Context: an optimization exercise on an open-source flow, tuned for small area, a short achievable clock period and few clock cycles per item. The choices shown serve that exercise and are no tape-out recipe. At most, simulation tests tie the RTL to the original design; equivalence was not proved.

==> v18: inputs <==
Design cymal_xu, start of the top module:
module cymal_xu (
    input             clk,
    input             rst,
    input             in_valid,
    output            in_ready,
    input      [31:0] in_insn,
    input      [31:0] in_a,
    input      [31:0] in_b,
    input      [31:0] in_c,
    output reg        out_valid,
    output reg  [1:0] out_cause,
    output reg        out_wr0,
    output reg        out_wr1,
    output reg [31:0] out_data0,
    output reg [31:0] out_data1
);
==> flow/config.mk <==
export PLATFORM = sky130hd
export DESIGN_NAME = cymal_xu
export DESIGN_NICKNAME = cymal_xu
export VERILOG_FILES = /design/flow/design.v
export SDC_FILE = /design/flow/constraint.sdc
export NUM_CORES = 4
export LEC_CHECK = 0
export CAP_MARGIN = 40
export CORE_MARGIN = 2
export CORE_UTILIZATION = 30
export PLACE_DENSITY = 0.45
export SLEW_MARGIN = 20
==> flow/constraint.sdc <==
create_clock -name core_clock -period 26.0 [get_ports {clk}]
set_input_delay 5.2000 -clock core_clock [delete_from_list [all_inputs] [get_ports {clk}]]
set_output_delay 5.2000 -clock core_clock [all_outputs]
set_load 0.01 [all_outputs]
standard.sh (not shown) runs the stock make flow with config.mk's settings and CLKGATE_MAP_FILE= SYNTH_SCRIPT=/design/flow/synth_recipe.tcl, a recipe that flattens the netlist after the stock synthesis.
==> flow/flow/run.sh <==
#!/bin/bash
# Standard layout, with the timing repair steps aiming for a clock period of
# about 6.5 ns instead of stopping once the 26 ns constraint is met.
set -euo pipefail
bash standard.sh SETUP_SLACK_MARGIN=19.5 finish > standard_flow.log 2>&1
==> inputs of v15, as changes to v18 <==
--- a/flow/design.v
+++ b/flow/design.v
@@ -103,10 +103,11 @@
     reg         s1_cnz;
     reg   [5:0] s1_op;
     reg         s1_xa, s1_xb;
     reg   [6:0] s1_ys;
     reg         s1_mul, s1_div;
+    reg         s1_mulh, s1_muli;    
     assign in_ready = rdy;
     wire accept = in_valid & rdy;
     wire        is_short = s1_i[31];
     wire  [5:0] op       = s1_i[30:25];
     wire  [5:0] fn       = s1_i[5:0];
@@ -321,13 +322,13 @@
     reg         e2_mul;      
     reg         e2_mlo;      
     reg  [32:0] e2_ma;       
     reg  [18:0] e2_mb;       
     reg  [16:0] e2_p1h;      
-    wire        m_sgn  = (d_op == O_MULH);
-    wire [32:0] ma1    = {m_sgn & x[31], x};
-    wire [33:0] mb1    = {{2{m_sgn & y[31]}}, y};
+    wire [31:0] my     = s1_muli ? {{17{imm15[14]}}, imm15} : s1_b;
+    wire [32:0] ma1    = {s1_mulh & s1_a[31], s1_a};
+    wire [33:0] mb1    = {{2{s1_mulh & my[31]}}, my};
     wire        mpass  = e2_v & e2_mul;
     wire [32:0] ma     = mpass ? e2_ma : ma1;
     wire [34:0] mbx    = mpass ? {e2_mb, 16'd0} : {18'd0, mb1[15:0], 1'b0};
     reg  [314:0] pp;
     reg    [8:0] pneg;
@@ -360,12 +361,12 @@
                        {33'd0, pneg[8], 1'b0, pneg[7], 1'b0, pneg[6], 1'b0, pneg[5], 1'b0,
                         pneg[4], 1'b0, pneg[3], 1'b0, pneg[2], 1'b0, pneg[1], 1'b0, pneg[0]} +
                        macc_in + M_CORR;
     reg         busy;        
     reg         dv_first;
-    reg   [4:0] dv_cnt;      
-    reg  [31:0] dv_d;
+    reg   [3:0] dv_cnt;      
+    reg  [32:0] dv_d;        
     reg         dv_negq, dv_negr;
     wire        dv_sgn = (d_op == O_DIVS);
     wire        xa_neg = dv_sgn & s1_a[31];
     wire        yb_neg = dv_sgn & s1_b[31];
     wire [31:0] x_mag  = xa_neg ? (32'd0 - s1_a) : s1_a;
@@ -373,96 +374,102 @@
     wire  [5:0] clzx   = clz32(x_mag);
     wire  [5:0] clzy   = clz32(y_mag);
     wire  [6:0] dv_s   = {1'b0, clzy} - {1'b0, clzx};
     wire        dv_yz  = (s1_b == 32'd0);
     wire        dv_none = dv_yz || dv_s[6];       
-    wire [31:0] d_init = y_mag << dv_s[4:0];
-    wire [32:0] r_try  = {1'b0, out_data1} - {1'b0, dv_d};
-    wire        r_fits = ~r_try[32];
-    wire [31:0] r_next = r_fits ? r_try[31:0] : out_data1;
-    wire [31:0] q_next = {(dv_first ? 31'd0 : out_data0[30:0]), r_fits};
-    wire        dv_last = (dv_cnt == 5'd0);
+    wire  [4:0] dv_s2  = dv_s[4:0] | 5'd1;
+    wire [32:0] d_init = {1'b0, y_mag} << dv_s2;
+    wire [33:0] r_try1 = {2'b0, out_data1} - {1'b0, dv_d};
+    wire        r_fit1 = ~r_try1[33];
+    wire [31:0] r_mid  = r_fit1 ? r_try1[31:0] : out_data1;
+    wire [33:0] r_try2 = {2'b0, r_mid} - {2'b0, dv_d[32:1]};
+    wire        r_fit2 = ~r_try2[33];
+    wire [31:0] r_next = r_fit2 ? r_try2[31:0] : r_mid;
+    wire [31:0] q_next = {(dv_first ? 30'd0 : out_data0[29:0]), r_fit1, r_fit2};
+    wire        dv_last = (dv_cnt == 4'd0);
     wire e2_div  = e2_v && e2_wr1;
     wire s1_hold = busy && (!dv_last || s1_div) || s1_div && e2_div;
     wire e1_go   = s1_v && !s1_hold && !(s1_mul && mpass);
     wire e1_div  = e1_go && s1_div && d_ok;
     wire s1_free = !s1_v || e1_go;
     wire busy_n  = e1_div ? !dv_none : (busy && !dv_last);
-    wire last_n  = e1_div ? (dv_s[4:0] == 5'd0) : (dv_cnt == 5'd1);
+    wire last_n  = e1_div ? (dv_s2[4:1] == 4'd0) : (dv_cnt == 4'd1);
     wire e2mul_n = e1_go && s1_mul;
     wire e2div_n = e1_div && dv_none;
     always @(posedge clk) begin
         if (rst) begin
             rdy       <= 1'b1;
             s1_v      <= 1'b0;
             e2_v      <= 1'b0;
             busy      <= 1'b0;
             out_valid <= 1'b0;
         end else begin
-            if (accept) begin
-                s1_v   <= 1'b1;
-                s1_i   <= in_insn;
-                s1_a   <= in_a;
-                s1_b   <= in_b;
-                s1_cnz <= (in_c != 32'd0);
-                s1_op  <= i_op;
-                s1_xa  <= i_xa;
-                s1_xb  <= i_xb;
-                s1_ys  <= i_ys;
-                s1_mul <= i_mul;
-                s1_div <= i_div;
-            end else if (e1_go) begin
-                s1_v   <= 1'b0;
-            end
+            if (accept)
+                s1_v <= 1'b1;
+            else if (e1_go)
+                s1_v <= 1'b0;
             if (accept)
                 rdy <= !((busy_n && (!last_n || i_div)) || (i_mul && e2mul_n) || (i_div && e2div_n));
             else
                 rdy <= s1_free || !(busy_n && (!last_n || s1_div));
-            e2_v <= e1_go && !e1_div || e1_div && dv_none;
-            if (e1_go) begin
-                e2_cause <= d_cause;
-                e2_wr0   <= d_ok && (d_op != O_NOP);
-                e2_wr1   <= e1_div;
-                e2_mul   <= s1_mul;
-                e2_mlo   <= (d_op == O_MUL);
-                e2_ma    <= ma1;
-                e2_mb    <= mb1[33:15];
-                e2_p1h   <= mres[48:32];
-                e2_res   <= s1_mul ? mres[31:0] : e1_div ? {32{dv_yz}} : alu_r;
-            end
-            busy <= busy_n;
-            if (busy) begin
-                dv_cnt   <= dv_cnt - 5'd1;
-                dv_d     <= {1'b0, dv_d[31:1]};
-                dv_first <= 1'b0;
-            end else begin
-                dv_cnt   <= dv_s[4:0];
-                dv_d     <= d_init;
-                dv_first <= 1'b1;
-                dv_negq  <= xa_neg ^ yb_neg;
-                dv_negr  <= xa_neg;
-            end
-            out_valid <= 1'b0;
-            if (busy) begin
-                if (dv_last) begin
-                    out_valid <= 1'b1;
-                    out_cause <= C_OK;
-                    out_wr0   <= 1'b1;
-                    out_wr1   <= 1'b1;
-                    out_data0 <= dv_negq ? (32'd0 - q_next) : q_next;
-                    out_data1 <= dv_negr ? (32'd0 - r_next) : r_next;
-                end else begin
-                    out_data0 <= q_next;
-                    out_data1 <= r_next;
-                end
-            end else begin
-                out_valid <= e2_v;
-                out_cause <= e2_cause;
-                out_wr0   <= e2_wr0;
-                out_wr1   <= e2_wr1;
-                out_data0 <= !e2_mul ? e2_res :
-                             e2_mlo  ? {mres[15:0], e2_res[15:0]} : mres[47:16];
-                if (e1_div) out_data1 <= dv_none ? s1_a : x_mag;
-            end
+            e2_v      <= e1_go && !e1_div || e1_div && dv_none;
+            busy      <= busy_n;
+            out_valid <= busy ? dv_last : e2_v;
+        end
+    end
+    always @(posedge clk) begin
+        if (accept) begin
+            s1_i   <= in_insn;
+            s1_a   <= in_a;
+            s1_b   <= in_b;
+            s1_cnz <= (in_c != 32'd0);
+            s1_op  <= i_op;
+            s1_xa  <= i_xa;
+            s1_xb  <= i_xb;
+            s1_ys  <= i_ys;
+            s1_mul <= i_mul;
+            s1_div <= i_div;
+            s1_mulh <= !in_insn[31] && in_insn[30:25] == 6'h00 && in_insn[5:0] == O_MULH;
+            s1_muli <= !in_insn[31] && in_insn[30:25] == 6'h0F;
+        end
+    end
+    always @(posedge clk) begin
+        e2_cause <= d_cause;
+        e2_wr0   <= d_ok && (d_op != O_NOP);
+        e2_wr1   <= e1_div;
+        e2_mul   <= s1_mul;
+        e2_mlo   <= (d_op == O_MUL);
+        e2_ma    <= e1_div ? {1'b0, s1_a} : ma1;     
+        e2_mb    <= mb1[33:15];
+        e2_p1h   <= mres[48:32];
+        e2_res   <= s1_mul ? mres[31:0] : e1_div ? {32{dv_yz}} : alu_r;
+    end
+    always @(posedge clk) begin
+        if (busy) begin
+            dv_cnt   <= dv_cnt - 4'd1;
+            dv_d     <= {2'b0, dv_d[32:2]};
+            dv_first <= 1'b0;
+        end else begin
+            dv_cnt   <= dv_s2[4:1];
+            dv_d     <= d_init;
+            dv_first <= 1'b1;
+            dv_negq  <= xa_neg ^ yb_neg;
+            dv_negr  <= xa_neg;
+        end
+    end
+    always @(posedge clk) begin
+        if (busy) begin
+            out_cause <= C_OK;
+            out_wr0   <= 1'b1;
+            out_wr1   <= 1'b1;
+            out_data0 <= (dv_last && dv_negq) ? (32'd0 - q_next) : q_next;
+            out_data1 <= (dv_last && dv_negr) ? (32'd0 - r_next) : r_next;
+        end else begin
+            out_cause <= e2_cause;
+            out_wr0   <= e2_wr0;
+            out_wr1   <= e2_wr1;
+            out_data0 <= !e2_mul ? e2_res :
+                         e2_mlo  ? {mres[15:0], e2_res[15:0]} : mres[47:16];
+            out_data1 <= e1_div ? x_mag : e2_ma[31:0];
         end
     end
 endmodule
--- a/flow/config.mk
+++ b/flow/config.mk
@@ -5,8 +5,8 @@
 export SDC_FILE = /design/flow/constraint.sdc
 export NUM_CORES = 4
 export LEC_CHECK = 0
 export CAP_MARGIN = 40
 export CORE_MARGIN = 2
-export CORE_UTILIZATION = 30
-export PLACE_DENSITY = 0.45
+export CORE_UTILIZATION = 55
+export PLACE_DENSITY = 0.65
 export SLEW_MARGIN = 20
==> notes <==
In v18 the clock skew is higher than in v15, by 26 ps. Worst hold slack: v18 is higher than v15 (100 ps).
Testbench counts of v15, summed over its fixed seeds: cycles 85,056, insns 80,000.
Function not checked in v18: the RTL went through the layout flow alone.

-- what the ideal ports hide --
The flow's constraints put no driver on any port. The routed layouts listed below were extracted and timed again, unchanged, in two steps.
Step 1, drivers: a clkbuf_16 drives clk and a buf_2 each remaining input, both assumed.
Step 2 moves the port delays by t, midway between the first and last clock arrival at a register: inputs arrive t later, outputs are due t later. That takes back most of the time a late clock gives input paths.
Slacks: no drivers / after step 1 / after step 2; pairs: no drivers / after step 1.
run	t, ns	setup WS [ns]	clock arrival spread, ns
v18	0.686	17.829 / 17.829 / 17.829	0.065 / 0.066
v15	0.699	17.213 / 17.213 / 17.213	0.042 / 0.041
After both steps every run listed still meets setup and hold.
